Background: an optimization exercise with open tools, aiming at small area, a short achievable clock period and few clock cycles per item. Do not read the settings as production practice. In this exercise RTL edits were held to simulation tests only and were not proved equivalent to the original. Power figures rest on the tool's default switching activity, not on a simulated workload.

==> flow/design.v (outline; a module is shown in full before it is edited, if it fits) <==
// module em_r4: 17 lines
// module em_dstage: 29 lines
// module em_sstage: 20 lines
// module echo_measure: 267 lines
// module em_ampcs: 845 lines
// module em_sqcs: 438 lines
module echo_measure (
    input  wire        clk,
    input  wire        rst,
    input  wire        in_valid,
    output wire        in_ready,
    input  wire [19:0] wstart,     
    input  wire [2:0]  width,      
    input  wire [10:0] idx,        
    input  wire [19:0] peak,       
    input  wire [19:0] left,       
    input  wire [19:0] right,      
    input  wire        left_bg,    
    input  wire        right_bg,   
    input  wire [23:0] b16,        
    input  wire [30:0] run_sum,    
    input  wire [11:0] run_len,    
    input  wire [19:0] shots,      
    output reg         out_valid,
    input  wire        out_ready,
    output reg  [19:0] range,
    output reg  [3:0]  frac,
    output reg  [19:0] amp,
    output reg  [7:0]  qual
);
  // ...
==> flow/run.sh <==
#!/bin/bash
# synth_recipe.tcl (not shown) runs the flow's synth.tcl, then flattens the netlist and writes it again
# the make line also repeats each setting of config.mk as NAME=value (left out here)
make -C /OpenROAD-flow-scripts/flow DESIGN_CONFIG=/design/flow/config.mk WORK_HOME=/design/flow/orfs CLKGATE_MAP_FILE= SYNTH_SCRIPT=/design/flow/synth_recipe.tcl finish
==> flow/config.mk <==
export PLATFORM = sky130hd
export DESIGN_NAME = echo_measure
export DESIGN_NICKNAME = echo_measure
export VERILOG_FILES = /design/flow/design.v
export SDC_FILE = /design/flow/constraint.sdc
export NUM_CORES = 4
export LEC_CHECK = 0
export CAP_MARGIN = 20
export CORE_MARGIN = 2
export CORE_UTILIZATION = 40
export SLEW_MARGIN = 20
==> flow/constraint.sdc <==
create_clock -name core_clock -period 12.0 [get_ports {clk}]
set_input_delay 2.4000 -clock core_clock [delete_from_list [all_inputs] [get_ports {clk}]]
set_output_delay 2.4000 -clock core_clock [all_outputs]
set_load 0.01 [all_outputs]
==> qor.log, run 1 <==
INFO  drt            num_vias=137,888
INFO  power          leakage=96.6nW
INFO  cells_and_area area.share.sequential=40.0%
INFO  critical_path  timing.critical_path.to=s0_sum[30]
INFO  drt            finalWirelength=464,000µm
INFO  synth          main_combinational_cell_family_by_area_after_synthesis=adder cells
INFO  synth          dominantRegCellSynth=sky130_fd_sc_hd__edfxtp_1
INFO  sta            finalCritPeriodShare=44.9%
INFO  synth          yosysTopAreaCell=sky130_fd_sc_hd__edfxtp_1
INFO  drt            post-route-drc-count=0
INFO  cells_and_area comb.multi_input.count=13,541
INFO  drt            dr.first_iter.drc_count=8,498
INFO  power          comb-power=40.8mW
INFO  drt            dr_pass1_iterations=6
INFO  sta            finalMaxSlewViolations=0
INFO  sta            setup_viol=0
INFO  power          combPwrFrac=57.5%
INFO  clock_tree     post_cts_hold_buffer_count=0
INFO  critical_path  timing.critical_path.fanout_max=176
INFO  min_path       min_from=rb[7][3]
INFO  synth          synthSimpleGateAreaFrac=10.7%
INFO  synth          muxShareOfSynthArea=2.71%
INFO  critical_path  critical_path.slowest_cell=sky130_fd_sc_hd__buf_4
INFO  synth          synth_compound_area_share=15.0%
INFO  synth          synth.distinct_cells=102
INFO  power          switching_share=42.5%
INFO  clock_tree     cts_repair_resize_count=0
INFO  cells_and_area drive_gt1_share=5.53%
INFO  cells_and_area layout_top_registers=g_amp.u_st.d3o (198), g_qual.u_st.d3o (182), g_amp.u_st.ro (180)
INFO  status         run_status=no timing/DRC/antenna violations
INFO  clock_tree     postCtsSetupRepairBufs=0
Testbench counts, summed over its fixed seeds: cycles 1,392, items 1,280.
==> module echo_measure, before the edit <==
module echo_measure (
    input  wire        clk,
    input  wire        rst,
    input  wire        in_valid,
    output wire        in_ready,
    input  wire [19:0] wstart,     
    input  wire [2:0]  width,      
    input  wire [10:0] idx,        
    input  wire [19:0] peak,       
    input  wire [19:0] left,       
    input  wire [19:0] right,      
    input  wire        left_bg,    
    input  wire        right_bg,   
    input  wire [23:0] b16,        
    input  wire [30:0] run_sum,    
    input  wire [11:0] run_len,    
    input  wire [19:0] shots,      
    output reg         out_valid,
    input  wire        out_ready,
    output reg  [19:0] range,
    output reg  [3:0]  frac,
    output reg  [19:0] amp,
    output reg  [7:0]  qual
);
    reg  [1:0]  bcnt;
    reg  [51:0] skid;
    reg  [12:0] v;                               
    wire adv = !bcnt[1];
    assign in_ready = adv;
    wire [51:0] res;                             
    wire push = adv && v[12];
    wire pop  = out_valid && out_ready;
    always @(posedge clk) begin
        if (rst) begin
            v         <= 13'd0;
            bcnt      <= 2'd0;
            out_valid <= 1'b0;
        end else begin
            if (adv)
                v <= {v[11:0], in_valid};
            case (bcnt)
                2'd0: if (push) begin bcnt <= 2'd1; out_valid <= 1'b1; end
                2'd1: if (push && !pop) bcnt <= 2'd2;
                      else if (!push && pop) begin bcnt <= 2'd0; out_valid <= 1'b0; end
                default: if (pop) bcnt <= 2'd1;
            endcase
        end
    end
    always @(posedge clk) begin
        if ((bcnt == 2'd0 && push) || (bcnt == 2'd1 && push && pop))
            {range, frac, amp, qual} <= res;
        else if (bcnt == 2'd2 && pop)
            {range, frac, amp, qual} <= skid;
        if (bcnt == 2'd1 && push && !pop)
            skid <= res;
    end
    reg [30:0] s0_sum;
    reg [11:0] s0_len;
    reg [19:0] s0_n;
    reg [23:0] s0_b16;
    reg [23:0] s0_x;
    reg [24:0] s0_a16, s0_c16;
    reg [19:0] s0_p;
    reg [19:0] s0_ws;
    reg [10:0] s0_idx;
    reg [2:0]  s0_w;
    always @(posedge clk)
        if (adv) begin
            s0_sum <= run_sum;
            s0_len <= run_len;
            s0_n   <= shots;
            s0_b16 <= b16;
            s0_x   <= {peak, 4'b0} - b16;                        
            s0_a16 <= left_bg  ? {1'b0, b16} : {1'b0, left, 4'b0};
            s0_c16 <= right_bg ? {1'b0, b16} : {1'b0, right, 4'b0};
            s0_p   <= peak;
            s0_ws  <= wstart;
            s0_idx <= idx;
            s0_w   <= width;
        end
    wire [39:0] ac0, ac1, ac2;
    em_ampcs u_ampcs (.S(s0_sum), .n(s0_n), .L(s0_len), .b(s0_b16), .r0(ac0), .r1(ac1), .r2(ac2));
    reg [39:0] s1_ac0, s1_ac1, s1_ac2;
    reg [19:0] s1_n;
    reg [39:0] s2_f;
    reg [19:0] s2_n;
    reg [21:0] s2_n3;
    always @(posedge clk)
        if (adv) begin
            s1_ac0 <= ac0;
            s1_ac1 <= ac1;
            s1_ac2 <= ac2;
            s1_n   <= s0_n;
            s2_f   <= s1_ac0 + s1_ac1 + s1_ac2;                  
            s2_n   <= s1_n;
            s2_n3  <= {2'b0, s1_n} + {1'b0, s1_n, 1'b0};
        end
    wire [19:0] ar [2:12];
    wire [19:0] af [2:12];
    wire [19:0] an [2:12];
    wire [21:0] an3 [2:12];
    wire        asat [2:12];
    assign ar[2]   = s2_f[39:20];
    assign af[2]   = s2_f[19:0];
    assign an[2]   = s2_n;
    assign an3[2]  = s2_n3;
    assign asat[2] = !(s2_f[39:20] < s2_n);      
    genvar k;
    generate
        for (k = 3; k <= 12; k = k + 1) begin : g_amp
            em_dstage #(.W(20), .FW(20)) u_st (
                .clk(clk), .en(adv),
                .r(ar[k-1]), .f(af[k-1]), .d(an[k-1]), .d3(an3[k-1]), .flag(asat[k-1]),
                .ro(ar[k]), .fo(af[k]), .dout(an[k]), .d3o(an3[k]), .flago(asat[k]));
        end
    endgenerate
    wire [19:0] amp_res = asat[12] ? 20'hFFFFF : af[12];
    wire [39:0] qc0, qc1, qc2;
    em_sqcs u_sqcs (.x(s0_x[19:0]), .r0(qc0), .r1(qc1), .r2(qc2));
    wire [23:0] s0_bm = (s0_b16[23:4] == 20'd0) ? 24'd16 : s0_b16;
    reg [39:0] s1_qc0, s1_qc1, s1_qc2;
    reg [23:0] s1_bm;
    reg [25:0] s1_bm3;
    reg        s1_hi;
    reg [39:0] s2_xx;
    reg [23:0] s2_bm;
    reg [25:0] s2_bm3;
    reg        s2_hi;
    always @(posedge clk)
        if (adv) begin
            s1_qc0 <= qc0;
            s1_qc1 <= qc1;
            s1_qc2 <= qc2;
            s1_bm  <= s0_bm;
            s1_bm3 <= {2'b0, s0_bm} + {1'b0, s0_bm, 1'b0};
            s1_hi  <= |s0_x[23:20];                               
            s2_xx  <= s1_qc0 + s1_qc1 + s1_qc2;
            s2_bm  <= s1_bm;
            s2_bm3 <= s1_bm3;
            s2_hi  <= s1_hi;
        end
    wire [23:0] qr [2:10];
    wire [15:0] qf [2:10];
    wire [23:0] qb [2:10];
    wire [25:0] qb3 [2:10];
    wire        qsat [2:10];
    assign qr[2]   = s2_xx[39:16];
    assign qf[2]   = s2_xx[15:0];
    assign qb[2]   = s2_bm;
    assign qb3[2]  = s2_bm3;
    assign qsat[2] = s2_hi || !(s2_xx[39:16] < s2_bm);   
    generate
        for (k = 3; k <= 10; k = k + 1) begin : g_qual
            em_dstage #(.W(24), .FW(16)) u_st (
                .clk(clk), .en(adv),
                .r(qr[k-1]), .f(qf[k-1]), .d(qb[k-1]), .d3(qb3[k-1]), .flag(qsat[k-1]),
                .ro(qr[k]), .fo(qf[k]), .dout(qb[k]), .d3o(qb3[k]), .flago(qsat[k]));
        end
    endgenerate
    wire [9:0] sr [3:11];
    wire [7:0] sq [3:11];
    wire       ssat [3:11];
    assign sr[3]   = 10'd0;
    assign sq[3]   = 8'd0;
    assign ssat[3] = 1'b0;
    generate
        for (k = 4; k <= 11; k = k + 1) begin : g_sqrt
            em_sstage u_st (
                .clk(clk), .en(adv),
                .r(sr[k-1]), .root(sq[k-1]), .b(qf[k-1][1:0]),
                .flag(k == 11 ? qsat[10] : ssat[k-1]),
                .ro(sr[k]), .rooto(sq[k]), .flago(ssat[k]));
        end
    endgenerate
    reg [7:0] s12_qual;
    always @(posedge clk)
        if (adv)
            s12_qual <= ssat[11] ? 8'd255 : sq[11];
    wire [24:0] p16   = {1'b0, s0_p, 4'b0};
    wire [25:0] dca   = {1'b0, s0_c16} - {1'b0, s0_a16};
    wire [25:0] dac   = {1'b0, s0_a16} - {1'b0, s0_c16};
    wire        dneg  = dca[25];                             
    wire        dq10  = (p16 == s0_c16);                     
    reg  [25:0] s1_mag, s1_d;
    reg         s1_neg, s1_q10;
    reg  [20:0] s1_sh;
    reg  [19:0] s1_ws;
    reg  [2:0]  s1_w;
    reg  [25:0] s2_mag, s2_d;
    reg  [27:0] s2_d3;
    reg         s2_neg, s2_q10;
    reg  [26:0] s2_base;
    reg  [2:0]  s2_w;
    always @(posedge clk)
        if (adv) begin
            s1_mag  <= dq10 ? 26'd0 : dneg ? dac : dca;
            s1_d    <= {p16, 1'b0} - {1'b0, s0_a16} - {1'b0, s0_c16};
            s1_neg  <= dneg;
            s1_q10  <= dq10;
            s1_sh   <= {6'b0, s0_idx, 4'b1000} << s0_w;          
            s1_ws   <= s0_ws;
            s1_w    <= s0_w;
            s2_mag  <= s1_mag;
            s2_d    <= s1_d;
            s2_d3   <= {2'b0, s1_d} + {1'b0, s1_d, 1'b0};
            s2_neg  <= s1_neg;
            s2_q10  <= s1_q10;
            s2_base <= {3'b0, s1_ws, 4'b0} + {6'b0, s1_sh} - 27'd8;
            s2_w    <= s1_w;
        end
    wire [25:0] dr [2:7];
    wire [9:0]  dq [2:7];
    wire [25:0] dd [2:7];
    wire [27:0] dd3 [2:7];
    wire        dng [2:7];
    assign dr[2]  = s2_mag;
    assign dq[2]  = 10'd0;
    assign dd[2]  = s2_d;
    assign dd3[2] = s2_d3;
    assign dng[2] = s2_neg;
    generate
        for (k = 3; k <= 7; k = k + 1) begin : g_delta
            em_dstage #(.W(26), .FW(10)) u_st (
                .clk(clk), .en(adv),
                .r(dr[k-1]), .f(dq[k-1]), .d(dd[k-1]), .d3(dd3[k-1]), .flag(dng[k-1]),
                .ro(dr[k]), .fo(dq[k]), .dout(dd[k]), .d3o(dd3[k]), .flago(dng[k]));
        end
    endgenerate
    reg [26:0] rb [3:8];
    reg [2:0]  rw [3:8];
    reg        rq [3:7];
    integer m;
    always @(posedge clk)
        if (adv) begin
            rb[3] <= s2_base;
            rw[3] <= s2_w;
            rq[3] <= s2_q10;
            for (m = 4; m <= 8; m = m + 1) begin
                rb[m] <= rb[m-1];
                rw[m] <= rw[m-1];
            end
            for (m = 4; m <= 7; m = m + 1)
                rq[m] <= rq[m-1];
        end
    wire [10:0] q10v = {rq[7], dq[7]};
    wire [10:0] qs   = q10v >> (3'd6 - rw[7]);
    reg  [9:0]  s8_mk;
    reg         s8_neg, s8_cin;
    reg  [26:0] s9_r16;
    always @(posedge clk)
        if (adv) begin
            s8_mk  <= qs[10:1];
            s8_neg <= dng[7];
            s8_cin <= dng[7] ^ qs[0];
            s9_r16 <= rb[8] + (s8_neg ? ~{17'b0, s8_mk} : {17'b0, s8_mk}) + {26'b0, s8_cin};
        end
    wire        r_lo = s9_r16[26];
    wire        r_hi = !s9_r16[26] && (s9_r16[25:24] != 2'b00);
    reg  [23:0] rr [10:12];
    always @(posedge clk)
        if (adv) begin
            rr[10] <= r_lo ? 24'd0 : r_hi ? 24'hFFFFFF : s9_r16[23:0];
            rr[11] <= rr[10];
            rr[12] <= rr[11];
        end
    assign res = {rr[12], amp_res, s12_qual};
endmodule
==> run 2: changes to the inputs <==
--- a/flow/design.v
+++ b/flow/design.v
@@ -93,2 +93,3 @@
     reg  [12:0] v;                               
+    reg  [12:0] en;                              
     wire adv = !bcnt[1];
@@ -98,2 +99,14 @@
     wire pop  = out_valid && out_ready;
+    reg  [1:0]  bcnt_n;
+    always @* begin
+        bcnt_n = bcnt;
+        case (bcnt)
+            2'd0: if (push) bcnt_n = 2'd1;
+            2'd1: if (push && !pop) bcnt_n = 2'd2;
+                  else if (!push && pop) bcnt_n = 2'd0;
+            default: if (pop) bcnt_n = 2'd1;
+        endcase
+    end
+    wire [12:0] v_n   = adv ? {v[11:0], in_valid} : v;
+    wire        adv_n = !bcnt_n[1];
     always @(posedge clk) begin
@@ -103,11 +116,8 @@
             out_valid <= 1'b0;
+            en        <= 13'd1;
         end else begin
-            if (adv)
-                v <= {v[11:0], in_valid};
-            case (bcnt)
-                2'd0: if (push) begin bcnt <= 2'd1; out_valid <= 1'b1; end
-                2'd1: if (push && !pop) bcnt <= 2'd2;
-                      else if (!push && pop) begin bcnt <= 2'd0; out_valid <= 1'b0; end
-                default: if (pop) bcnt <= 2'd1;
-            endcase
+            v         <= v_n;
+            bcnt      <= bcnt_n;
+            out_valid <= (bcnt_n != 2'd0);
+            en        <= {v_n[11:0] & {12{adv_n}}, adv_n};
         end
@@ -126,3 +136,2 @@
     reg [23:0] s0_b16;
-    reg [23:0] s0_x;
     reg [24:0] s0_a16, s0_c16;
@@ -133,3 +142,3 @@
     always @(posedge clk)
-        if (adv) begin
+        if (en[0]) begin
             s0_sum <= run_sum;
@@ -138,3 +147,2 @@
             s0_b16 <= b16;
-            s0_x   <= {peak, 4'b0} - b16;                        
             s0_a16 <= left_bg  ? {1'b0, b16} : {1'b0, left, 4'b0};
@@ -153,4 +161,4 @@
     reg [21:0] s2_n3;
-    always @(posedge clk)
-        if (adv) begin
+    always @(posedge clk) begin
+        if (en[1]) begin
             s1_ac0 <= ac0;
@@ -159,2 +167,4 @@
             s1_n   <= s0_n;
+        end
+        if (en[2]) begin
             s2_f   <= s1_ac0 + s1_ac1 + s1_ac2;                  
@@ -163,2 +173,3 @@
         end
+    end
     wire [19:0] ar [2:12];
@@ -177,3 +188,3 @@
             em_dstage #(.W(20), .FW(20)) u_st (
-                .clk(clk), .en(adv),
+                .clk(clk), .en(en[k]),
                 .r(ar[k-1]), .f(af[k-1]), .d(an[k-1]), .d3(an3[k-1]), .flag(asat[k-1]),
@@ -183,40 +194,52 @@
     wire [19:0] amp_res = asat[12] ? 20'hFFFFF : af[12];
-    wire [39:0] qc0, qc1, qc2;
-    em_sqcs u_sqcs (.x(s0_x[19:0]), .r0(qc0), .r1(qc1), .r2(qc2));
     wire [23:0] s0_bm = (s0_b16[23:4] == 20'd0) ? 24'd16 : s0_b16;
-    reg [39:0] s1_qc0, s1_qc1, s1_qc2;
+    reg [23:0] s1_x;
     reg [23:0] s1_bm;
     reg [25:0] s1_bm3;
-    reg        s1_hi;
-    reg [39:0] s2_xx;
-    reg [23:0] s2_bm;
-    reg [25:0] s2_bm3;
-    reg        s2_hi;
     always @(posedge clk)
-        if (adv) begin
-            s1_qc0 <= qc0;
-            s1_qc1 <= qc1;
-            s1_qc2 <= qc2;
+        if (en[1]) begin
+            s1_x   <= {s0_p, 4'b0} - s0_b16;                      
             s1_bm  <= s0_bm;
             s1_bm3 <= {2'b0, s0_bm} + {1'b0, s0_bm, 1'b0};
-            s1_hi  <= |s0_x[23:20];                               
-            s2_xx  <= s1_qc0 + s1_qc1 + s1_qc2;
+        end
+    wire [39:0] qc0, qc1, qc2;
+    em_sqcs u_sqcs (.x(s1_x[19:0]), .r0(qc0), .r1(qc1), .r2(qc2));
+    reg [39:0] s2_qc0, s2_qc1, s2_qc2;
+    reg [23:0] s2_bm;
+    reg [25:0] s2_bm3;
+    reg        s2_hi;
+    reg [39:0] s3_xx;
+    reg [23:0] s3_bm;
+    reg [25:0] s3_bm3;
+    reg        s3_hi;
+    always @(posedge clk) begin
+        if (en[2]) begin
+            s2_qc0 <= qc0;
+            s2_qc1 <= qc1;
+            s2_qc2 <= qc2;
             s2_bm  <= s1_bm;
             s2_bm3 <= s1_bm3;
-            s2_hi  <= s1_hi;
+            s2_hi  <= |s1_x[23:20];                               
         end
-    wire [23:0] qr [2:10];
-    wire [15:0] qf [2:10];
-    wire [23:0] qb [2:10];
-    wire [25:0] qb3 [2:10];
-    wire        qsat [2:10];
-    assign qr[2]   = s2_xx[39:16];
-    assign qf[2]   = s2_xx[15:0];
-    assign qb[2]   = s2_bm;
-    assign qb3[2]  = s2_bm3;
-    assign qsat[2] = s2_hi || !(s2_xx[39:16] < s2_bm);   
+        if (en[3]) begin
+            s3_xx  <= s2_qc0 + s2_qc1 + s2_qc2;
+            s3_bm  <= s2_bm;
+            s3_bm3 <= s2_bm3;
+            s3_hi  <= s2_hi;
+        end
+    end
+    wire [23:0] qr [3:11];
+    wire [15:0] qf [3:11];
+    wire [23:0] qb [3:11];
+    wire [25:0] qb3 [3:11];
+    wire        qsat [3:11];
+    assign qr[3]   = s3_xx[39:16];
+    assign qf[3]   = s3_xx[15:0];
+    assign qb[3]   = s3_bm;
+    assign qb3[3]  = s3_bm3;
+    assign qsat[3] = s3_hi || !(s3_xx[39:16] < s3_bm);   
     generate
-        for (k = 3; k <= 10; k = k + 1) begin : g_qual
+        for (k = 4; k <= 11; k = k + 1) begin : g_qual
             em_dstage #(.W(24), .FW(16)) u_st (
-                .clk(clk), .en(adv),
+                .clk(clk), .en(en[k]),
                 .r(qr[k-1]), .f(qf[k-1]), .d(qb[k-1]), .d3(qb3[k-1]), .flag(qsat[k-1]),
@@ -225,14 +248,14 @@
     endgenerate
-    wire [9:0] sr [3:11];
-    wire [7:0] sq [3:11];
-    wire       ssat [3:11];
-    assign sr[3]   = 10'd0;
-    assign sq[3]   = 8'd0;
-    assign ssat[3] = 1'b0;
+    wire [9:0] sr [4:12];
+    wire [7:0] sq [4:12];
+    wire       ssat [4:12];
+    assign sr[4]   = 10'd0;
+    assign sq[4]   = 8'd0;
+    assign ssat[4] = 1'b0;
     generate
-        for (k = 4; k <= 11; k = k + 1) begin : g_sqrt
+        for (k = 5; k <= 12; k = k + 1) begin : g_sqrt
             em_sstage u_st (
-                .clk(clk), .en(adv),
+                .clk(clk), .en(en[k]),
                 .r(sr[k-1]), .root(sq[k-1]), .b(qf[k-1][1:0]),
-                .flag(k == 11 ? qsat[10] : ssat[k-1]),
+                .flag(k == 12 ? qsat[11] : ssat[k-1]),
                 .ro(sr[k]), .rooto(sq[k]), .flago(ssat[k]));
@@ -240,6 +263,3 @@
     endgenerate
-    reg [7:0] s12_qual;
-    always @(posedge clk)
-        if (adv)
-            s12_qual <= ssat[11] ? 8'd255 : sq[11];
+    wire [7:0] s12_qual = ssat[12] ? 8'd255 : sq[12];
     wire [24:0] p16   = {1'b0, s0_p, 4'b0};
@@ -259,4 +279,4 @@
     reg  [2:0]  s2_w;
-    always @(posedge clk)
-        if (adv) begin
+    always @(posedge clk) begin
+        if (en[1]) begin
             s1_mag  <= dq10 ? 26'd0 : dneg ? dac : dca;
@@ -268,2 +288,4 @@
             s1_w    <= s0_w;
+        end
+        if (en[2]) begin
             s2_mag  <= s1_mag;
@@ -276,2 +298,3 @@
         end
+    end
     wire [25:0] dr [2:7];
@@ -289,3 +312,3 @@
             em_dstage #(.W(26), .FW(10)) u_st (
-                .clk(clk), .en(adv),
+                .clk(clk), .en(en[k]),
                 .r(dr[k-1]), .f(dq[k-1]), .d(dd[k-1]), .d3(dd3[k-1]), .flag(dng[k-1]),
@@ -294,18 +317,24 @@
     endgenerate
-    reg [26:0] rb [3:8];
-    reg [2:0]  rw [3:8];
-    reg        rq [3:7];
-    integer m;
-    always @(posedge clk)
-        if (adv) begin
-            rb[3] <= s2_base;
-            rw[3] <= s2_w;
-            rq[3] <= s2_q10;
-            for (m = 4; m <= 8; m = m + 1) begin
-                rb[m] <= rb[m-1];
-                rw[m] <= rw[m-1];
-            end
-            for (m = 4; m <= 7; m = m + 1)
-                rq[m] <= rq[m-1];
+    wire [26:0] rb [2:8];
+    wire [2:0]  rw [2:8];
+    wire        rq [2:8];
+    assign rb[2] = s2_base;
+    assign rw[2] = s2_w;
+    assign rq[2] = s2_q10;
+    generate
+        for (k = 3; k <= 8; k = k + 1) begin : g_rng
+            reg [26:0] b;
+            reg [2:0]  w;
+            reg        q;
+            always @(posedge clk)
+                if (en[k]) begin
+                    b <= rb[k-1];
+                    w <= rw[k-1];
+                    q <= rq[k-1];
+                end
+            assign rb[k] = b;
+            assign rw[k] = w;
+            assign rq[k] = q;
         end
+    endgenerate
     wire [10:0] q10v = {rq[7], dq[7]};
@@ -315,4 +344,4 @@
     reg  [26:0] s9_r16;
-    always @(posedge clk)
-        if (adv) begin
+    always @(posedge clk) begin
+        if (en[8]) begin
             s8_mk  <= qs[10:1];
@@ -320,14 +349,18 @@
             s8_cin <= dng[7] ^ qs[0];
-            s9_r16 <= rb[8] + (s8_neg ? ~{17'b0, s8_mk} : {17'b0, s8_mk}) + {26'b0, s8_cin};
         end
+        if (en[9])
+            s9_r16 <= rb[8] + (s8_neg ? ~{17'b0, s8_mk} : {17'b0, s8_mk}) + {26'b0, s8_cin};
+    end
     wire        r_lo = s9_r16[26];
     wire        r_hi = !s9_r16[26] && (s9_r16[25:24] != 2'b00);
-    reg  [23:0] rr [10:12];
-    always @(posedge clk)
-        if (adv) begin
-            rr[10] <= r_lo ? 24'd0 : r_hi ? 24'hFFFFFF : s9_r16[23:0];
-            rr[11] <= rr[10];
-            rr[12] <= rr[11];
-        end
-    assign res = {rr[12], amp_res, s12_qual};
+    reg  [23:0] s10_rr, s11_rr, s12_rr;
+    always @(posedge clk) begin
+        if (en[10])
+            s10_rr <= r_lo ? 24'd0 : r_hi ? 24'hFFFFFF : s9_r16[23:0];
+        if (en[11])
+            s11_rr <= s10_rr;
+        if (en[12])
+            s12_rr <= s11_rr;
+    end
+    assign res = {s12_rr, amp_res, s12_qual};
 endmodule
==> flow/flow/run.sh (new file) <==
#!/bin/bash
set -euo pipefail
MARGIN=${MARGIN:-7.5}
cp config.mk config_margin.mk
echo "export SETUP_SLACK_MARGIN = $MARGIN" >> config_margin.mk
sed "s#config.mk#config_margin.mk#g" standard.sh > standard_margin.sh
bash standard_margin.sh > flow_make.log 2>&1
==> flow/standard.sh (new file) <==
#!/bin/bash
# synth_recipe.tcl (not shown) runs the flow's synth.tcl, then flattens the netlist and writes it again
# the make line also repeats each setting of config.mk as NAME=value (left out here)
make -C /OpenROAD-flow-scripts/flow DESIGN_CONFIG=/design/flow/config.mk WORK_HOME=/design/flow/orfs CLKGATE_MAP_FILE= SYNTH_SCRIPT=/design/flow/synth_recipe.tcl "${@:-finish}"
removed: flow/run.sh
==> run 2 against run 1 <==
  * Still clean on timing, DRC and antenna
  * Clock power up 6%
  * Die area about the same
  * Register-to-register slack better by 1.1 ns
  * Synthesized cell count about the same
  * Maximum frequency up 24%
  * Total power down 60%
  * Combinational power down 89%
  * Global-route usage up 0.69 points
  * Cell area up 0.63%
  * Setup slack better by 1.0 ns
  * Critical endpoint is now amp[14]
  * Highest routed layer is now met4
==> qor.log, run 2 <==
INFO  status         run_status=no timing/DRC/antenna violations [unchanged]
INFO  sta            finalSetupTns=0ns [unchanged]
INFO  cells_and_area fin_nets=21,998 [was 22,018]
INFO  critical_path  cp_data_required_time=9.60ns [was 12.57 ns]
INFO  synth          netlist_top_cells_area=sky130_fd_sc_hd__edfxtp_1 45%, sky130_fd_sc_hd__ha_1 12%, sky130_fd_sc_hd__fa_1 4.6%, sky130_fd_sc_hd__inv_1 3.7%, sky130_fd_sc_hd__a21oi_1 3.5% [was sky130_fd_sc_hd__edfxtp_1 44%, sky130_fd_sc_hd__ha_1 13%, sky130_fd_sc_hd__fa_1 4.6%, sky130_fd_sc_hd__inv_1 3.8%, sky130_fd_sc_hd__xnor2_1 3.7%]
INFO  clock_tree     post_cts_hold_buffer_count=0 [unchanged]
INFO  power          combPwrFrac=16.6% [was 57.5%]
INFO  cells_and_area mostFrequentLayoutCell=sky130_fd_sc_hd__edfxtp_1 [unchanged]
INFO  die            die_y=718µm [about the same]
INFO  synth          synthesis.area=0.204mm² [about the same]
INFO  critical_path  worst-path-buf-inv=1 [was 6]
INFO  die            initial_standard_cell_utilization_of_the_core=40.1% [about the same]
INFO  die            core_area=0.509mm² [was 0.508 mm²]
INFO  power          p_per_area=123mW/mm² [was 314 mW/mm²]
INFO  drt            dr.first_iter.drc_count=8,583 [was 8,498]
INFO  critical_path  critPathKind=reg -> out [was reg -> reg]
INFO  drt            detail_route.vias_per_cell=5.26 [was 5.24]
INFO  synth          synthSimpleGateAreaFrac=10.2% [was 10.7%]
INFO  clock_tree     max-clock-path-buffers=4 [unchanged]
INFO  clock_tree     cts.sinks=3,068 [was 3,013]
INFO  global_route   vias_in_the_first_global_route=137,191 [was 136,084]
INFO  cells_and_area synthToLayoutAreaGrowth=11.2% [was 10.6%]
INFO  sta            max-slew-margin-rel=22.8% [was 22.0%]
INFO  die            die_w=718µm [about the same]
INFO  clock_tree     tritoncts.num_buffers=346 [was 333]
INFO  placed_design  buffer_ports.inserted=240 [unchanged]
INFO  sta            worst_slew_pin_slew=1.15ns [was 1.17 ns]
INFO  synth          synth_seq_area_share=45.0% [was 44.3%]
INFO  synth          synth_compound_area_share=15.7% [was 15.0%]
INFO  sta            post_route_minimum_period=4.36ns [was 5.39 ns]
INFO  synth          edff_count_synth=3,039 [was 2,997]
INFO  cells_and_area largest-register=g_amp.u_st.d3o [unchanged]
INFO  synth          synth_xor_area_share=5.67% [was 5.56%]
INFO  placed_design  gp_congestion=0.902 [was 0.894]
INFO  clock_tree     clkLatencyLatePin=0.98ns [about the same]
INFO  die            overall_die_area=0.516mm² [about the same]
INFO  sta            fin_skew=0.0457ns [was 0.0649 ns]
INFO  sta            rsz0062_at_grt=yes [was no]
INFO  sta            finalHoldViolCount=0 [unchanged]
INFO  power          internal_power=20.5mW [was 40.7 mW]
INFO  drt            finalWirelength=482,000µm [was 464,000 µm]
INFO  synth          post_synthesis_share_of_cell_area_spent_on_full_adders_half_adders_and_majority_gates=17.1% [about the same]
INFO  global_route   wire_length_of_the_first_global_routing_pass=759,000µm [was 736,000 µm]
INFO  synth          netlist_instances=18,983 [was 18,995]
INFO  synth          dominantRegCellSynth=sky130_fd_sc_hd__edfxtp_1 [unchanged]
INFO  cells_and_area layout_top_registers=g_amp.u_st.d3o (198), g_qual.u_st.d3o (182), g_amp.u_st.ro (180) [unchanged]
INFO  critical_path  arrival_worst_endpoint=1.96ns [was 5.96 ns]
INFO  critical_path  critical_path.slowest_cell=sky130_fd_sc_hd__clkdlybuf4s50_1 [was sky130_fd_sc_hd__buf_4]
INFO  power          switching_share=26.7% [was 42.5%]
INFO  global_route   grt_start_max_net_pins=149 [was 180]
INFO  critical_path  worstPathCellList=clkdlybuf4s50_1 [was clkinvlp_4 -> buf_12 -> buf_4 -> buf_12 -> buf_12 -> buf_12]
INFO  synth          synth.distinct_cells=103 [was 102]
INFO  sta            finalCritPeriodShare=36.4% [was 44.9%]
INFO  power          power.share.clock=38.3% [was 14.3%]
INFO  synth          postSynthAreaPerCell=10.8µm² [was 10.7 µm²]
INFO  global_route   grt_overflow=0 [unchanged]
INFO  synth          synthDominantCellAreaShare=44.7% [was 44.1%]
INFO  power          leakage=92.2nW [was 96.6 nW]
INFO  clock_tree     cts.reportedPaths.clkPinSlew=0.06ns [about the same]
INFO  clock_tree     tritoncts=yes [unchanged]
INFO  drt            route.detailed.wl_per_inst=18.3µm [was 17.6 µm]
INFO  cells_and_area largest_reg_flops=198 [unchanged]
INFO  critical_path  cp_capture_type=output port [was flip-flop]
INFO  die            io-pin-count=241 [unchanged]
INFO  synth          main_combinational_cell_family_by_area_after_synthesis=adder cells [unchanged]
INFO  synth          synth_fp_nets=21,678 [was 21,695]
INFO  critical_path  critPathTopFamily=buffers and inverters [unchanged]
INFO  synth          yosys_register_bits=3,068 [was 3,013]
INFO  drt            ant_nets=0 [unchanged]
INFO  critical_path  timing.reg2reg.worst_path_depth=16 [was 6]
INFO  synth          yosysTopAreaCell=sky130_fd_sc_hd__edfxtp_1 [unchanged]
INFO  drt            dr_pass1_iterations=6 [unchanged]
INFO  critical_path  critical_path.max_stage_delay=0.57ns [was 0.83 ns]
INFO  synth          ys_top_cells_by_count=3,039 x sky130_fd_sc_hd__edfxtp_1, 2,038 x sky130_fd_sc_hd__ha_1, 1,993 x sky130_fd_sc_hd__inv_1 [was 2,997 x sky130_fd_sc_hd__edfxtp_1, 2,053 x sky130_fd_sc_hd__inv_1, 2,043 x sky130_fd_sc_hd__ha_1]
INFO  flow_run       timing.max_cap.violations=0 [unchanged]
INFO  placed_design  detailed_placement_hpwl=378,000µm [was 362,000 µm]
INFO  synth          synth_async_sr_flop_share=0% [unchanged]
INFO  power          total_switching_power=7.49mW [was 30.1 mW]
INFO  cells_and_area mostFrequentLayoutCells=3,039 x sky130_fd_sc_hd__edfxtp_1, 2,038 x sky130_fd_sc_hd__ha_1, 1,991 x sky130_fd_sc_hd__inv_1 [was 2,997 x sky130_fd_sc_hd__edfxtp_1, 2,052 x sky130_fd_sc_hd__inv_1, 2,042 x sky130_fd_sc_hd__ha_1]
INFO  critical_path  startpoint_type=flip-flop [unchanged]
INFO  sta            fmaxAchievable=0.229GHz [was 0.185 GHz]
INFO  global_route   globalRouteTotalUtil=18.2% [was 17.5%]
INFO  power          seqPwrFrac=45.0% [was 28.2%]
INFO  drt            num_vias=138,478 [was 137,888]
INFO  critical_path  timing.critical_path.fanout_max=1 [was 176]
INFO  sta            setup_viol=0 [unchanged]
INFO  clock_tree     clock_tree.root_cell=sky130_fd_sc_hd__clkbuf_16 [unchanged]
INFO  min_path       worst_hold_path_type=reg -> reg [unchanged]
INFO  sta            finalMaxSlewViolations=0 [unchanged]
INFO  clock_tree     cts.htree.levels=5 [unchanged]
INFO  die            number_of_standard_cell_rows_in_the_floorplan=262 [unchanged]
INFO  power          design_power_total=28.0mW [was 70.9 mW]
INFO  cells_and_area drive_gt1_share=5.66% [was 5.53%]
INFO  synth          synthMostInstantiatedCell=sky130_fd_sc_hd__edfxtp_1 [unchanged]
INFO  power          vdd.ir_drop.worst=0.135mV [was 0.243 mV]
INFO  synth          muxShareOfSynthArea=1.79% [was 2.71%]
INFO  drt            post-route-drc-count=0 [unchanged]
INFO  critical_path  number_of_logic_stages_on_the_critical_path_including_buffering=1 [was 6]
INFO  min_path       number_of_cells_traversed_by_the_worst_hold_path=0 [unchanged]
INFO  synth          synth_warnings=5 [was 13]
INFO  global_route   antenna_found_initial=9 [unchanged]
==> run 2: stage by stage <==
| stage | hold WS (ns) | setup WS, ns | instance area, µm² | std cells | util, % |
|---|---|---|---|---|---|
| 2_1_floorplan | 0.400 | 7.40 | 204000 | 18983 | - |
| 3_3_place_gp | 0.401 | 6.28 | 215000 | 25643 | 42.2 |
| 3_5_place_dp | 0.405 | 6.22 | 215000 | 25644 | 42.2 |
| 4_1_cts | 0.396 | 7.48 | 226000 | 26308 | 44.5 |
| 5_1_grt | 0.392 | 7.49 | 227000 | 26328 | 44.6 |
| 6_report | 0.399 | 7.64 | 227000 | 26333 | 44.6 |
==> run 2: final cells by class <==
cell class,count,area (µm²)
inverter,1999,7510
antenna,9,22.5
clock inverter,221,2420
sequential,3068,91900
multi-input combinational,13495,104000
fill,47194,282000
tap,6732,8420
timing repair buffer,393,3720
clock buffer,416,9100
==> run 2: worst paths after layout <==
path	startpoint	endpoint	slack (ns)
max	amp[14]	amp[14]	7.64
min reg2reg	g_rng[4].b[9]	g_rng[5].b[9]	0.40
min	g_rng[4].b[9]	g_rng[5].b[9]	0.40
max reg2reg	g_qual[7].u_st.fo[14]	g_qual[8].u_st.ro[0]	7.67
==> run 2: logic make-up (layout without fill, tap and decap cells) <==
| family | Yosys count | after routing |
|---|---|---|
| xor gates and xnor gates | 1320 | 1320 |
| buffers and inverters | 2422 | 3029 |
| DFF | 3068 | 3068 |
| muxes | 342 | 342 |
| adders and majority gates | 2508 | 2508 |
| and+or+nand+nor | 4311 | 4311 |
| AOI/OAI and AO/OA | 5011 | 5013 |
| other | 1 | 10 |
==> run 2: power by group through the flow <==
| stage | Combinational (mW) | Sequential [mW] | Clock (mW) |
|---|---|---|---|
| after floorplan | 3.42 | 12.7 | 0 |
| after global placement | 4.56 | 12.9 | 0 |
| final | 4.66 | 12.6 | 10.7 |
| after detailed placement | 4.64 | 12.9 | 0 |
| after CTS | 4.69 | 12.6 | 11.1 |
| after global routing | 5.27 | 12.7 | 11.4 |
==> run 2: routing by layer <==
| layer | part of all wire [%] | track usage [%] |
|---|---|---|
| met5 | 0 | 0 |
| met2 | 47 | 30.8 |
| met3 | 3.8 | 1.96 |
| met4 | 2.5 | 4.38 |
| met1 | 47 | 25.0 |
==> run 2: repair_timing <==
| item | 4_1_cts | 5_1_grt |
|---|---|---|
| buffers inserted | 27 | 10 |
| gates resized for setup | 36 | 83 |
| cloned | 0 | 2 |
| pin swaps | 1 | 13 |
| setup endpoints to repair | 142 | 229 |
Testbench counts of run 2, summed over its fixed seeds: cycles 1,392, items 1,280.
==> run 3: changes to the inputs <==
==> flow/run.sh (new file) <==
#!/bin/bash
# synth_recipe.tcl (not shown) runs the flow's synth.tcl, then flattens the netlist and writes it again
# the make line also repeats each setting of config.mk as NAME=value (left out here)
make -C /OpenROAD-flow-scripts/flow DESIGN_CONFIG=/design/flow/config.mk WORK_HOME=/design/flow/orfs CLKGATE_MAP_FILE= SYNTH_SCRIPT=/design/flow/synth_recipe.tcl finish
removed: flow/flow/run.sh
removed: flow/standard.sh
==> run 3 against run 2 <==
  * Still clean
  * Synthesized area unchanged
  * Maximum frequency decreased by 21%
  * Synthesized cell count unchanged
  * Sequential share of layout area up 0.14 points
  * Register-to-register slack lost 1.2 ns
  * Via count about the same
  * Global-route usage is 0.12 points lower
  * First-iteration DRC count increased by 2.3%
  * Core utilization decreased by 0.16 points
  * Critical path type is now reg -> reg
  * Critical endpoint is now s1_bm3[24]
==> qor.log, run 3 <==
INFO  min_path       worst_hold_path_type=reg -> reg [unchanged]
INFO  synth          dominantRegCellSynth=sky130_fd_sc_hd__edfxtp_1 [unchanged]
INFO  min_path       hold_end=g_qual[4].u_st.fo[12] [was g_rng[5].b[9]]
INFO  sta            finalMaxSlewViolations=0 [unchanged]
INFO  cells_and_area drive_gt1_share=5.13% [was 5.66%]
INFO  min_path       min_from=s3_xx[10] [was g_rng[4].b[9]]
INFO  global_route   antenna_found_initial=6 [was 9]
INFO  cells_and_area mostFrequentLayoutCell=sky130_fd_sc_hd__edfxtp_1 [unchanged]
INFO  cells_and_area largest-register=g_amp.u_st.d3o [unchanged]
INFO  synth          netlist_instances=18,983 [unchanged]
INFO  global_route   grt_overflow=0 [unchanged]
INFO  flow_run       timing.max_cap.violations=0 [unchanged]
INFO  clock_tree     clock_tree.root_cell=sky130_fd_sc_hd__clkbuf_16 [unchanged]
INFO  critical_path  timing.reg2reg.worst_path_depth=16 [unchanged]
INFO  placed_design  detailed_placement_hpwl=378,000µm [about the same]
INFO  critical_path  cp_capture_type=flip-flop [was output port]
INFO  die            overall_die_area=0.516mm² [unchanged]
INFO  global_route   globalRouteTotalUtil=18.1% [was 18.2%]
INFO  drt            detail_route.vias_per_cell=5.27 [was 5.26]
INFO  synth          synth_warnings=5 [unchanged]
INFO  die            io-pin-count=241 [unchanged]
INFO  sta            post_route_minimum_period=5.51ns [was 4.36 ns]
INFO  die            die_w=718µm [unchanged]
INFO  synth          synth_seq_area_share=45.0% [unchanged]
INFO  sta            worst_slew_pin_slew=1.11ns [was 1.15 ns]
INFO  power          vdd.ir_drop.worst=0.117mV [was 0.135 mV]
INFO  critical_path  critPathKind=reg -> reg [was reg -> out]
INFO  cells_and_area finish.instance_area=0.226mm² [was 0.227 mm²]
INFO  drt            post-route-drc-count=0 [unchanged]
INFO  global_route   wire_length_of_the_first_global_routing_pass=755,000µm [was 759,000 µm]
INFO  synth          yosys_register_bits=3,068 [unchanged]
INFO  synth          synthDominantCellAreaShare=44.7% [unchanged]
INFO  drt            dr_pass1_iterations=6 [unchanged]
INFO  synth          ys_top_cells_by_count=3,039 x sky130_fd_sc_hd__edfxtp_1, 2,038 x sky130_fd_sc_hd__ha_1, 1,993 x sky130_fd_sc_hd__inv_1 [unchanged]
INFO  cells_and_area largest_reg_flops=198 [unchanged]
INFO  sta            finalHoldViolCount=0 [unchanged]
INFO  synth          edff_count_synth=3,039 [unchanged]
INFO  critical_path  timing.critical_path.fanout_max=19 [was 1]
INFO  global_route   grt_start_max_net_pins=142 [was 149]
INFO  placed_design  placed_cells=25,646 [was 25,644]
INFO  critical_path  worstReg2RegStart=s0_b16[8] [was g_qual[7].u_st.fo[14]]
INFO  synth          synthMostInstantiatedCell=sky130_fd_sc_hd__edfxtp_1 [unchanged]
INFO  synth          netlist_top_cells_area=sky130_fd_sc_hd__edfxtp_1 45%, sky130_fd_sc_hd__ha_1 12%, sky130_fd_sc_hd__fa_1 4.6%, sky130_fd_sc_hd__inv_1 3.7%, sky130_fd_sc_hd__a21oi_1 3.5% [unchanged]
INFO  synth          postSynthAreaPerCell=10.8µm² [unchanged]
INFO  critical_path  arrival_worst_endpoint=6.22ns [was 1.96 ns]
INFO  clock_tree     tritoncts.num_buffers=347 [was 346]
INFO  drt            route.detailed.wl_per_inst=18.2µm [was 18.3 µm]
INFO  sta            fin_skew=0.0408ns [was 0.0457 ns]
INFO  clock_tree     cts.reportedPaths.clkPinSlew=0.06ns [about the same]
INFO  drt            dr.first_iter.drc_count=8,783 [was 8,583]
INFO  drt            ant_nets=0 [unchanged]
INFO  sta            finalCritPeriodShare=45.9% [was 36.4%]
INFO  critical_path  startpoint_type=flip-flop [unchanged]
INFO  clock_tree     cts.htree.levels=5 [unchanged]
INFO  sta            fmaxAchievable=0.181GHz [was 0.229 GHz]
INFO  clock_tree     cts.sinks=3,068 [unchanged]
INFO  sta            finalSetupTns=0ns [unchanged]
INFO  power          p_per_area=124mW/mm² [was 123 mW/mm²]
INFO  critical_path  capture_point_of_the_worst_reg_to_reg_path=s1_bm3[24] [was g_qual[8].u_st.ro[0]]
INFO  clock_tree     clkLatencyLatePin=0.97ns [was 0.98 ns]
INFO  die            initial_standard_cell_utilization_of_the_core=40.1% [unchanged]
INFO  die            die_y=718µm [unchanged]
INFO  sta            fin_worst_hold_slack=0.399ns [about the same]
INFO  die            core_area=0.509mm² [unchanged]
INFO  synth          synth_async_sr_flop_share=0% [unchanged]
INFO  clock_tree     post_cts_hold_buffer_count=0 [unchanged]
INFO  critical_path  regToRegSetupSlack=6.49ns [was 7.67 ns]
INFO  cells_and_area fin_nets=21,961 [was 21,998]
INFO  status         run_status=no timing/DRC/antenna violations [unchanged]
INFO  sta            rsz0062_at_grt=no [was yes]
INFO  sta            setup_viol=0 [unchanged]
INFO  cells_and_area fillCellCount=47,378 [was 47,194]
INFO  placed_design  placement.cell_area=0.215mm² [about the same]
INFO  clock_tree     cts_repair_resize_count=0 [was 36]
INFO  synth          yosysTopAreaCell=sky130_fd_sc_hd__edfxtp_1 [unchanged]
INFO  clock_tree     max-clock-path-buffers=4 [unchanged]
INFO  synth          synth.distinct_cells=103 [unchanged]
INFO  drt            num_vias=138,403 [was 138,478]
INFO  min_path       number_of_cells_traversed_by_the_worst_hold_path=0 [unchanged]
INFO  cells_and_area synthToLayoutAreaGrowth=10.8% [was 11.2%]
INFO  placed_design  buffer_ports.inserted=240 [unchanged]
INFO  global_route   vias_in_the_first_global_route=136,117 [was 137,191]
INFO  sta            max-slew-margin-rel=25.4% [was 22.8%]
INFO  clock_tree     tritoncts=yes [unchanged]
INFO  synth          synth_fp_nets=21,678 [unchanged]
INFO  cells_and_area layout_top_registers=g_amp.u_st.d3o (198), g_qual.u_st.d3o (182), g_amp.u_st.ro (180) [unchanged]
INFO  drt            finalWirelength=479,000µm [was 482,000 µm]
INFO  power          design_power_total=28.0mW [about the same]
INFO  critical_path  cp_data_required_time=12.70ns [was 9.60 ns]
INFO  die            number_of_standard_cell_rows_in_the_floorplan=262 [unchanged]
INFO  cells_and_area fin_cells=26,277 [was 26,333]
INFO  synth          synthesis.area=0.204mm² [unchanged]
INFO  placed_design  gp_congestion=0.906 [was 0.902]
INFO  cells_and_area mostFrequentLayoutCells=3,039 x sky130_fd_sc_hd__edfxtp_1, 2,038 x sky130_fd_sc_hd__ha_1, 1,993 x sky130_fd_sc_hd__inv_1 [was 3,039 x sky130_fd_sc_hd__edfxtp_1, 2,038 x sky130_fd_sc_hd__ha_1, 1,991 x sky130_fd_sc_hd__inv_1]
INFO  clock_tree     postCtsSetupRepairBufs=0 [was 27]
INFO  power          leakage=91.9nW [was 92.2 nW]
## run 3: changes by cell type in the layout (fill, tap and decap cells not counted), sizes merged, moves of 6 or more
cell,change
diode,-6
inv,-13
dlygate4sd2,-12
clkdlybuf4s50,+12
buf,-32
## run 3: report_power, final
group	leakage [nW]	total [mW]	switching (mW)	internal [mW]
clock	5.58	10.8	4.43	6.36
sequential	28.1	12.6	0.338	12.3
combinational	58.2	4.63	2.66	1.96
total	91.9	28.0	7.43	20.6
## run 3: through the flow
step / worst slack (ns) / utilization [%]
detailed placement: 6.64 / 42.2
CTS: 6.61 / 44.4
global route: 6.14 / 44.4
global placement: 6.47 / 42.2
floorplan: 3.56 / -
finish: 6.49 / 44.4
## run 3: final cells by class
cell class / count / area [µm²] / area share [%]
timing repair buffer: 357 / 3340 / 1.48
sequential: 3068 / 91900 / 40.6
clock inverter: 212 / 2430 / 1.08
tap: 6732 / 8420 / 3.72
antenna: 3 / 7.51 / 0.00332
clock buffer: 413 / 9130 / 4.04
inverter: 1999 / 7500 / 3.32
multi-input combinational: 13493 / 103000 / 45.7
## run 3: worst max path at each step
| stage | start | endpoint | slack [ns] |
|---|---|---|---|
| floorplan | en[2] | s2_base[10] | 3.56 |
| global placement | s0_b16[8] | s1_bm3[25] | 6.47 |
| detailed placement | s0_b16[8] | s1_bm3[25] | 6.64 |
| CTS | s0_b16[8] | s1_bm3[25] | 6.61 |
| global route | s0_b16[8] | s1_bm3[24] | 6.14 |
| finish | s0_b16[8] | s1_bm3[24] | 6.49 |
## run 3: cell families after synthesis
family                   after synthesis  synth area share, %
adder cells (fa/ha/maj)             2508                 17.1
AO/OA/AOI/OAI                       5011                 15.7
buffers and inverters               2422                 4.50
AND/OR/NAND/NOR                     4311                 10.2
flip-flops                          3068                 45.0
multiplexers                         342                 1.79
other                                  1              0.00184
XOR/XNOR                            1320                 5.67
## run 3: worst max-delay path, cell delays in order (launching register included)
cell and delay [ns]:
sky130_fd_sc_hd__edfxtp_1 0.72, sky130_fd_sc_hd__nor4_1 0.54, sky130_fd_sc_hd__nand2_1 0.12, sky130_fd_sc_hd__nor3_1 0.91, sky130_fd_sc_hd__nor2_1 0.27, sky130_fd_sc_hd__ha_1 0.39, sky130_fd_sc_hd__a21oi_1 0.21, sky130_fd_sc_hd__a21boi_0 0.13
sky130_fd_sc_hd__o31a_1 0.26, sky130_fd_sc_hd__o211ai_1 0.16, sky130_fd_sc_hd__o211ai_1 0.18, sky130_fd_sc_hd__a31oi_1 0.35, sky130_fd_sc_hd__o21ai_0 0.22, sky130_fd_sc_hd__a41oi_1 0.24, sky130_fd_sc_hd__a21boi_0 0.19, sky130_fd_sc_hd__o2111ai_1 0.21
sky130_fd_sc_hd__o211ai_1 0.13
## run 3: metal layers
metal / routed length [µm] / up-vias / share of wire (%) / track usage (%)
met4: 11500 / 0 / 2.4 / 4.25
met2: 225000 / 2355 / 47 / 30.6
li1: - / 69269 / - / -
met3: 16800 / 581 / 3.5 / 1.81
met5: 0 / - / 0 / 0
met1: 226000 / 66198 / 47 / 24.9
==> run 4: changes to the inputs <==
--- a/flow/design.v
+++ b/flow/design.v
@@ -70,3 +70,3 @@
     input  wire        in_valid,
-    output wire        in_ready,
+    output reg         in_ready,
     input  wire [19:0] wstart,     
@@ -95,3 +95,2 @@
     wire adv = !bcnt[1];
-    assign in_ready = adv;
     wire [51:0] res;                             
@@ -117,2 +116,3 @@
             en        <= 13'd1;
+            in_ready  <= 1'b1;
         end else begin
@@ -122,2 +122,3 @@
             en        <= {v_n[11:0] & {12{adv_n}}, adv_n};
+            in_ready  <= adv_n;
         end
==> flow/flow/run.sh (new file) <==
#!/bin/bash
# Layout flow: the standard flow (standard.sh), with the standard
# synthesis unchanged. From floorplan on, two knobs differ:
#  - the timing repair steps are asked for a larger setup slack margin, so
#    they also size up paths that already meet the clock period;
set -euo pipefail
MARGIN=${MARGIN:-8.0}
cp config.mk config_pnr.mk
cat >> config_pnr.mk <<EOC
export SETUP_SLACK_MARGIN = $MARGIN
export BUFFER_PORTS_ARGS = -buffer_cell sky130_fd_sc_hd__buf_4
EOC
sed "s#config.mk#config_pnr.mk#g" standard.sh > standard_pnr.sh
bash standard.sh synth > flow_synth.log 2>&1
bash standard_pnr.sh > flow_pnr.log 2>&1
==> flow/standard.sh (new file) <==
#!/bin/bash
# synth_recipe.tcl (not shown) runs the flow's synth.tcl, then flattens the netlist and writes it again
# the make line also repeats each setting of config.mk as NAME=value (left out here)
make -C /OpenROAD-flow-scripts/flow DESIGN_CONFIG=/design/flow/config.mk WORK_HOME=/design/flow/orfs CLKGATE_MAP_FILE= SYNTH_SCRIPT=/design/flow/synth_recipe.tcl "${@:-finish}"
--- a/flow/config.mk
+++ b/flow/config.mk
@@ -9,3 +9,3 @@
 export CORE_MARGIN = 2
-export CORE_UTILIZATION = 40
+export CORE_UTILIZATION = 55
 export SLEW_MARGIN = 20
removed: flow/run.sh
==> run 4 against run 3 <==
  * Still clean
  * Total power is 1.2% higher
  * Global-route usage increased by 8.4 points
  * Sequential power barely moved
  * Combinational power up 8.4%
  * Register-to-register slack better by 1.6 ns
  * Synthesized area up 1.6%
  * Clock skew up 0.038 ns
  * Largest power group unchanged
==> qor.log, run 4 <==
INFO  clock_tree     tritoncts.num_buffers=338 [was 347]
INFO  power          combPwrFrac=17.7% [was 16.5%]
INFO  sta            max-slew-margin-rel=17.0% [was 25.4%]
INFO  critical_path  worstReg2RegStart=s0_b16[21] [was s0_b16[8]]
INFO  power          power.share.clock=38.0% [was 38.5%]
INFO  synth          synthesis.area=0.207mm² [was 0.204 mm²]
INFO  die            number_of_standard_cell_rows_in_the_floorplan=225 [was 262]
INFO  sta            worst_slew_pin_slew=1.24ns [was 1.11 ns]
INFO  synth          synth.distinct_cells=121 [was 103]
INFO  cells_and_area fillCellCount=31,219 [was 47,378]
INFO  cells_and_area drive_gt1_share=8.53% [was 5.13%]
INFO  global_route   grt_start_max_net_pins=150 [was 142]
INFO  critical_path  worst-path-buf-inv=3 [was 0]
INFO  synth          synthMostInstantiatedCell=sky130_fd_sc_hd__edfxtp_1 [unchanged]
INFO  critical_path  timing.critical_path.fanout_max=2 [was 19]
INFO  sta            finalHoldViolCount=0 [unchanged]
INFO  sta            finalSetupTns=0ns [unchanged]
INFO  drt            ant_nets=0 [unchanged]
INFO  global_route   wire_length_of_the_first_global_routing_pass=796,000µm [was 755,000 µm]
INFO  synth          yosys_register_bits=3,068 [unchanged]
INFO  critical_path  arrival_worst_endpoint=1.73ns [was 6.22 ns]
INFO  die            die_y=618µm [was 718 µm]
INFO  drt            num_vias=144,618 [was 138,403]
INFO  die            io-pin-count=241 [unchanged]
INFO  power          internal_power=20.7mW [was 20.6 mW]
INFO  clock_tree     clock_tree.root_cell=sky130_fd_sc_hd__clkbuf_16 [unchanged]
INFO  cells_and_area synthToLayoutAreaGrowth=10.7% [was 10.8%]
INFO  critical_path  cp_capture_type=output port [was flip-flop]
INFO  critical_path  critical_path.max_stage_delay=0.34ns [was 0.91 ns]
INFO  sta            finalCritPeriodShare=34.4% [was 45.9%]
INFO  synth          synth_warnings=5 [unchanged]
INFO  drt            dr_pass1_iterations=6 [unchanged]
INFO  cells_and_area layout_top_registers=g_amp.u_st.d3o (198), g_qual.u_st.d3o (182), g_amp.u_st.ro (180) [unchanged]
INFO  clock_tree     clkLatencyLatePin=0.98ns [was 0.97 ns]
INFO  critical_path  cp_data_required_time=9.60ns [was 12.70 ns]
INFO  global_route   globalRouteTotalUtil=26.5% [was 18.1%]
INFO  sta            finalMaxSlewViolations=0 [unchanged]
INFO  cells_and_area mostFrequentLayoutCell=sky130_fd_sc_hd__edfxtp_1 [unchanged]
INFO  power          design_power_total=28.4mW [was 28.0 mW]
INFO  power          switching_share=27.1% [was 26.5%]
INFO  power          total_switching_power=7.68mW [was 7.43 mW]
INFO  synth          synthDominantCellAreaShare=44.0% [was 44.7%]
INFO  drt            finalWirelength=517,000µm [was 479,000 µm]
INFO  critical_path  critPathKind=reg -> out [was reg -> reg]
INFO  die            die_w=618µm [was 718 µm]
INFO  clock_tree     max-clock-path-buffers=4 [unchanged]
INFO  die            core_area=0.376mm² [was 0.509 mm²]
INFO  sta            rsz0062_at_grt=yes [was no]
INFO  power          p_per_area=124mW/mm² [about the same]
INFO  clock_tree     cts.sinks=3,068 [unchanged]
INFO  clock_tree     cts.reportedPaths.clkPinSlew=0.06ns [about the same]
INFO  synth          synth_seq_area_share=44.3% [was 45.0%]
INFO  power          leakage=94.8nW [was 91.9 nW]
INFO  drt            dr.first_iter.drc_count=10,631 [was 8,783]
INFO  critical_path  startpoint_type=flip-flop [unchanged]
INFO  synth          netlist_instances=19,299 [was 18,983]
INFO  min_path       min_from=g_rng[3].w[1] [was s3_xx[10]]
INFO  placed_design  detailed_placement_hpwl=402,000µm [was 378,000 µm]
INFO  sta            setup_viol=0 [unchanged]
INFO  flow_run       timing.max_cap.violations=0 [unchanged]
INFO  cells_and_area largest_reg_flops=198 [unchanged]
INFO  die            initial_standard_cell_utilization_of_the_core=55.2% [was 40.1%]
INFO  power          seqPwrFrac=44.4% [was 45.0%]
INFO  cells_and_area mostFrequentLayoutCells=3,039 x sky130_fd_sc_hd__edfxtp_1, 2,051 x sky130_fd_sc_hd__inv_1, 2,029 x sky130_fd_sc_hd__ha_1 [was 3,039 x sky130_fd_sc_hd__edfxtp_1, 2,038 x sky130_fd_sc_hd__ha_1, 1,993 x sky130_fd_sc_hd__inv_1]
INFO  sta            fmaxAchievable=0.242GHz [was 0.181 GHz]
INFO  sta            post_route_minimum_period=4.13ns [was 5.51 ns]
INFO  global_route   grt_overflow=0 [unchanged]
INFO  sta            fin_skew=0.0784ns [was 0.0408 ns]
INFO  power          vdd.ir_drop.worst=0.140mV [was 0.117 mV]
INFO  cells_and_area fin_nets=22,428 [was 21,961]
INFO  synth          postSynthAreaPerCell=10.7µm² [was 10.8 µm²]
INFO  drt            route.detailed.wl_per_inst=20.7µm [was 18.2 µm]
INFO  die            overall_die_area=0.382mm² [was 0.516 mm²]
INFO  critical_path  critPathTopFamily=buffers and inverters [was compound AO/OA/AOI/OAI gates]
INFO  drt            post-route-drc-count=0 [unchanged]
INFO  drt            detail_route.vias_per_cell=5.78 [was 5.27]
INFO  placed_design  buffer_ports.inserted=240 [unchanged]
INFO  synth          ys_top_cells_by_count=3,039 x sky130_fd_sc_hd__edfxtp_1, 2,057 x sky130_fd_sc_hd__inv_1, 2,037 x sky130_fd_sc_hd__ha_1 [was 3,039 x sky130_fd_sc_hd__edfxtp_1, 2,038 x sky130_fd_sc_hd__ha_1, 1,993 x sky130_fd_sc_hd__inv_1]
INFO  critical_path  worstPathCellList=buf_12 -> buf_16 -> buf_6 [was nor4_1 -> nand2_1 -> nor3_1 -> nor2_1 -> ha_1 -> a21oi_1 -> a21boi_0 -> o31a_1 -> o211ai_1 -> o211ai_1 -> a31oi_1 -> o21ai_0 -> a41oi_1 -> a21boi_0 -> o2111ai_1 -> o211ai_1]
INFO  cells_and_area largest-register=g_amp.u_st.d3o [unchanged]
INFO  placed_design  gp_congestion=0.916 [was 0.906]
INFO  global_route   antenna_found_initial=12 [was 6]
INFO  min_path       worst_hold_path_type=reg -> reg [unchanged]
INFO  synth          yosysTopAreaCell=sky130_fd_sc_hd__edfxtp_1 [unchanged]
INFO  global_route   vias_in_the_first_global_route=140,065 [was 136,117]
INFO  status         run_status=no timing/DRC/antenna violations [unchanged]
INFO  synth          synth_fp_nets=21,993 [was 21,678]
INFO  synth          netlist_top_cells_area=sky130_fd_sc_hd__edfxtp_1 44%, sky130_fd_sc_hd__ha_1 12%, sky130_fd_sc_hd__fa_1 4.5%, sky130_fd_sc_hd__inv_1 3.7%, sky130_fd_sc_hd__xnor2_1 3.4% [was sky130_fd_sc_hd__edfxtp_1 45%, sky130_fd_sc_hd__ha_1 12%, sky130_fd_sc_hd__fa_1 4.6%, sky130_fd_sc_hd__inv_1 3.7%, sky130_fd_sc_hd__a21oi_1 3.5%]
INFO  synth          synth_async_sr_flop_share=0% [unchanged]
INFO  synth          edff_count_synth=3,039 [unchanged]
INFO  clock_tree     cts.htree.levels=5 [unchanged]
INFO  critical_path  setup.worst_path.start=en[0] [was s0_b16[8]]
INFO  sta            fin_worst_hold_slack=0.380ns [was 0.399 ns]
INFO  clock_tree     tritoncts=yes [unchanged]
INFO  synth          dominantRegCellSynth=sky130_fd_sc_hd__edfxtp_1 [unchanged]
INFO  critical_path  critical_path.slowest_cell=sky130_fd_sc_hd__dfxtp_4 [was sky130_fd_sc_hd__nor3_1]
-- run 4: cell types whose count changed in the layout (fill, tap and decap cells not counted), sizes merged, moves of 33 or more --
cell           previous run  this run
a21oi                  1420      1321
a31oi                   139       221
clkdlybuf4s50           240         0
mux2i                   201       235
o21ai                  1141       958
nor3                    265       333
xor2                    523       467
o31ai                   103       136
mux2                    137       237
buf                     117       490
inv                    2009      2084
nand3                   229       327
nand2                  1144      1099
-- run 4: worst reg2reg max path: cells and delay by family (launching register included) --
kind | cells | cell delay (ns)
XOR/XNOR | 1 | 0.15
flip-flops | 1 | 0.43
adder cells (fa/ha/maj) | 2 | 0.45
AO/OA/AOI/OAI | 6 | 0.87
AND/OR/NAND/NOR | 7 | 1.64
buffers and inverters | 1 | 0.15
-- run 4: kinds of logic (layout without fill, tap and decap cells) --
| kind of cell | after synthesis | count (layout) | synth area share, % |
|---|---|---|---|
| other cells | 1 | 7 | 0.00181 |
| xor+xnor | 1277 | 1277 | 5.40 |
| mux | 476 | 476 | 2.47 |
| buf+inv | 2474 | 3187 | 4.55 |
| simple gates | 4554 | 4554 | 10.8 |
| fa+ha+maj | 2507 | 2507 | 16.8 |
| compound gates | 4942 | 4947 | 15.7 |
| flops | 3068 | 3068 | 44.3 |
-- run 4: layout make-up --
class	count	area [µm²]	share of cell area, %
multi-input combinational	13762	108000	46.9
clock inverter	239	2940	1.28
timing repair buffer	496	4290	1.87
inverter	2067	7780	3.39
antenna	6	15.0	0.00654
sequential	3068	91900	40.1
timing repair inverter	1	7.51	0.00327
clock buffer	384	8680	3.78
tap	4994	6250	2.72
-- run 4: path summary, 6_finish.rpt --
check / endpoint / slack [ns] / depth (start not counted)
setup / recovery: in_ready / 7.87 / 3
hold / removal: g_rng[4].w[1] / 0.38 / 0
setup reg to reg: s1_bm3[24] / 8.04 / 17
hold reg to reg: g_rng[4].w[1] / 0.38 / 0
-- run 4: metrics by stage --
step | instance area (µm²) | cells | setup WS [ns] | utilization [%]
3_5_place_dp | 215000 | 24269 | 7.10 | 57.3
6_report | 229000 | 25017 | 7.87 | 61.1
4_1_cts | 228000 | 24931 | 7.75 | 60.6
2_1_floorplan | 207000 | 19299 | 7.40 | -
5_1_grt | 229000 | 25012 | 7.81 | 61.1
3_3_place_gp | 215000 | 24269 | 7.13 | 57.3
-- run 4: timing repair --
item,in CTS,in global routing
gates cloned,3,8
setup buffers,36,70
setup endpoints to repair,353,429
pin swaps,12,52
endpoints found under the hold margin,0,0
hold buffers,0,0
resized for setup,137,204
-- run 4: power by group through the flow --
stage / registers [mW] / logic [mW] / clock network (mW)
final: 12.6 / 5.02 / 10.8
after global routing: 12.6 / 5.59 / 11.4
after CTS: 12.6 / 4.98 / 11.0
after detailed placement: 12.8 / 4.91 / 0
after global placement: 12.8 / 4.87 / 0
after floorplan: 12.7 / 3.52 / 0
-- run 4: routing by layer --
layer  global-route usage, %  wire length, µm
met1                    38.5           246000
met5                       0               27
met2                    42.0           232000
met4                    7.86            16900
met3                    2.70            22900
Testbench counts of run 4, summed over its fixed seeds: cycles 1,392, items 1,280.

==> re-timing with driven ports <==
How much do the figures lean on ideal ports? The routed layouts below were timed once more, with nothing changed but the port constraints.
Step 1, drivers: a clkbuf_16 drives clk and a buf_2 each remaining input, both assumed.
Step 2 adds t to the input delays and takes it off the output delays; t is the mean of the earliest and latest rising clock arrival at the registers after step 1. Input paths then give back, and output paths get back, about the clock's delay inside the block.
Slacks: ideal ports / drivers / drivers and shift; pairs: ideal ports / drivers.
run	t (ns)	setup slack, ns	worst setup path at the end	clock arrival spread, ns	slew at the worst register clock pin (ns)
run 1	1.074	6.606 / 6.606 / 6.184	input to register	0.070 / 0.070	0.07 / 0.07
run 2	1.085	7.635 / 7.509 / 6.776	input to register	0.048 / 0.047	0.07 / 0.07
run 3	1.081	6.487 / 6.487 / 6.487	register to register	0.052 / 0.052	0.07 / 0.07
run 4	1.065	7.867 / 7.743 / 7.501	input to register	0.082 / 0.081	0.07 / 0.07
After both steps setup and hold are still met in every run listed. The setup slack of run 2, which loses most, moves by -0.126 ns with the drivers and by -0.859 ns with both steps.
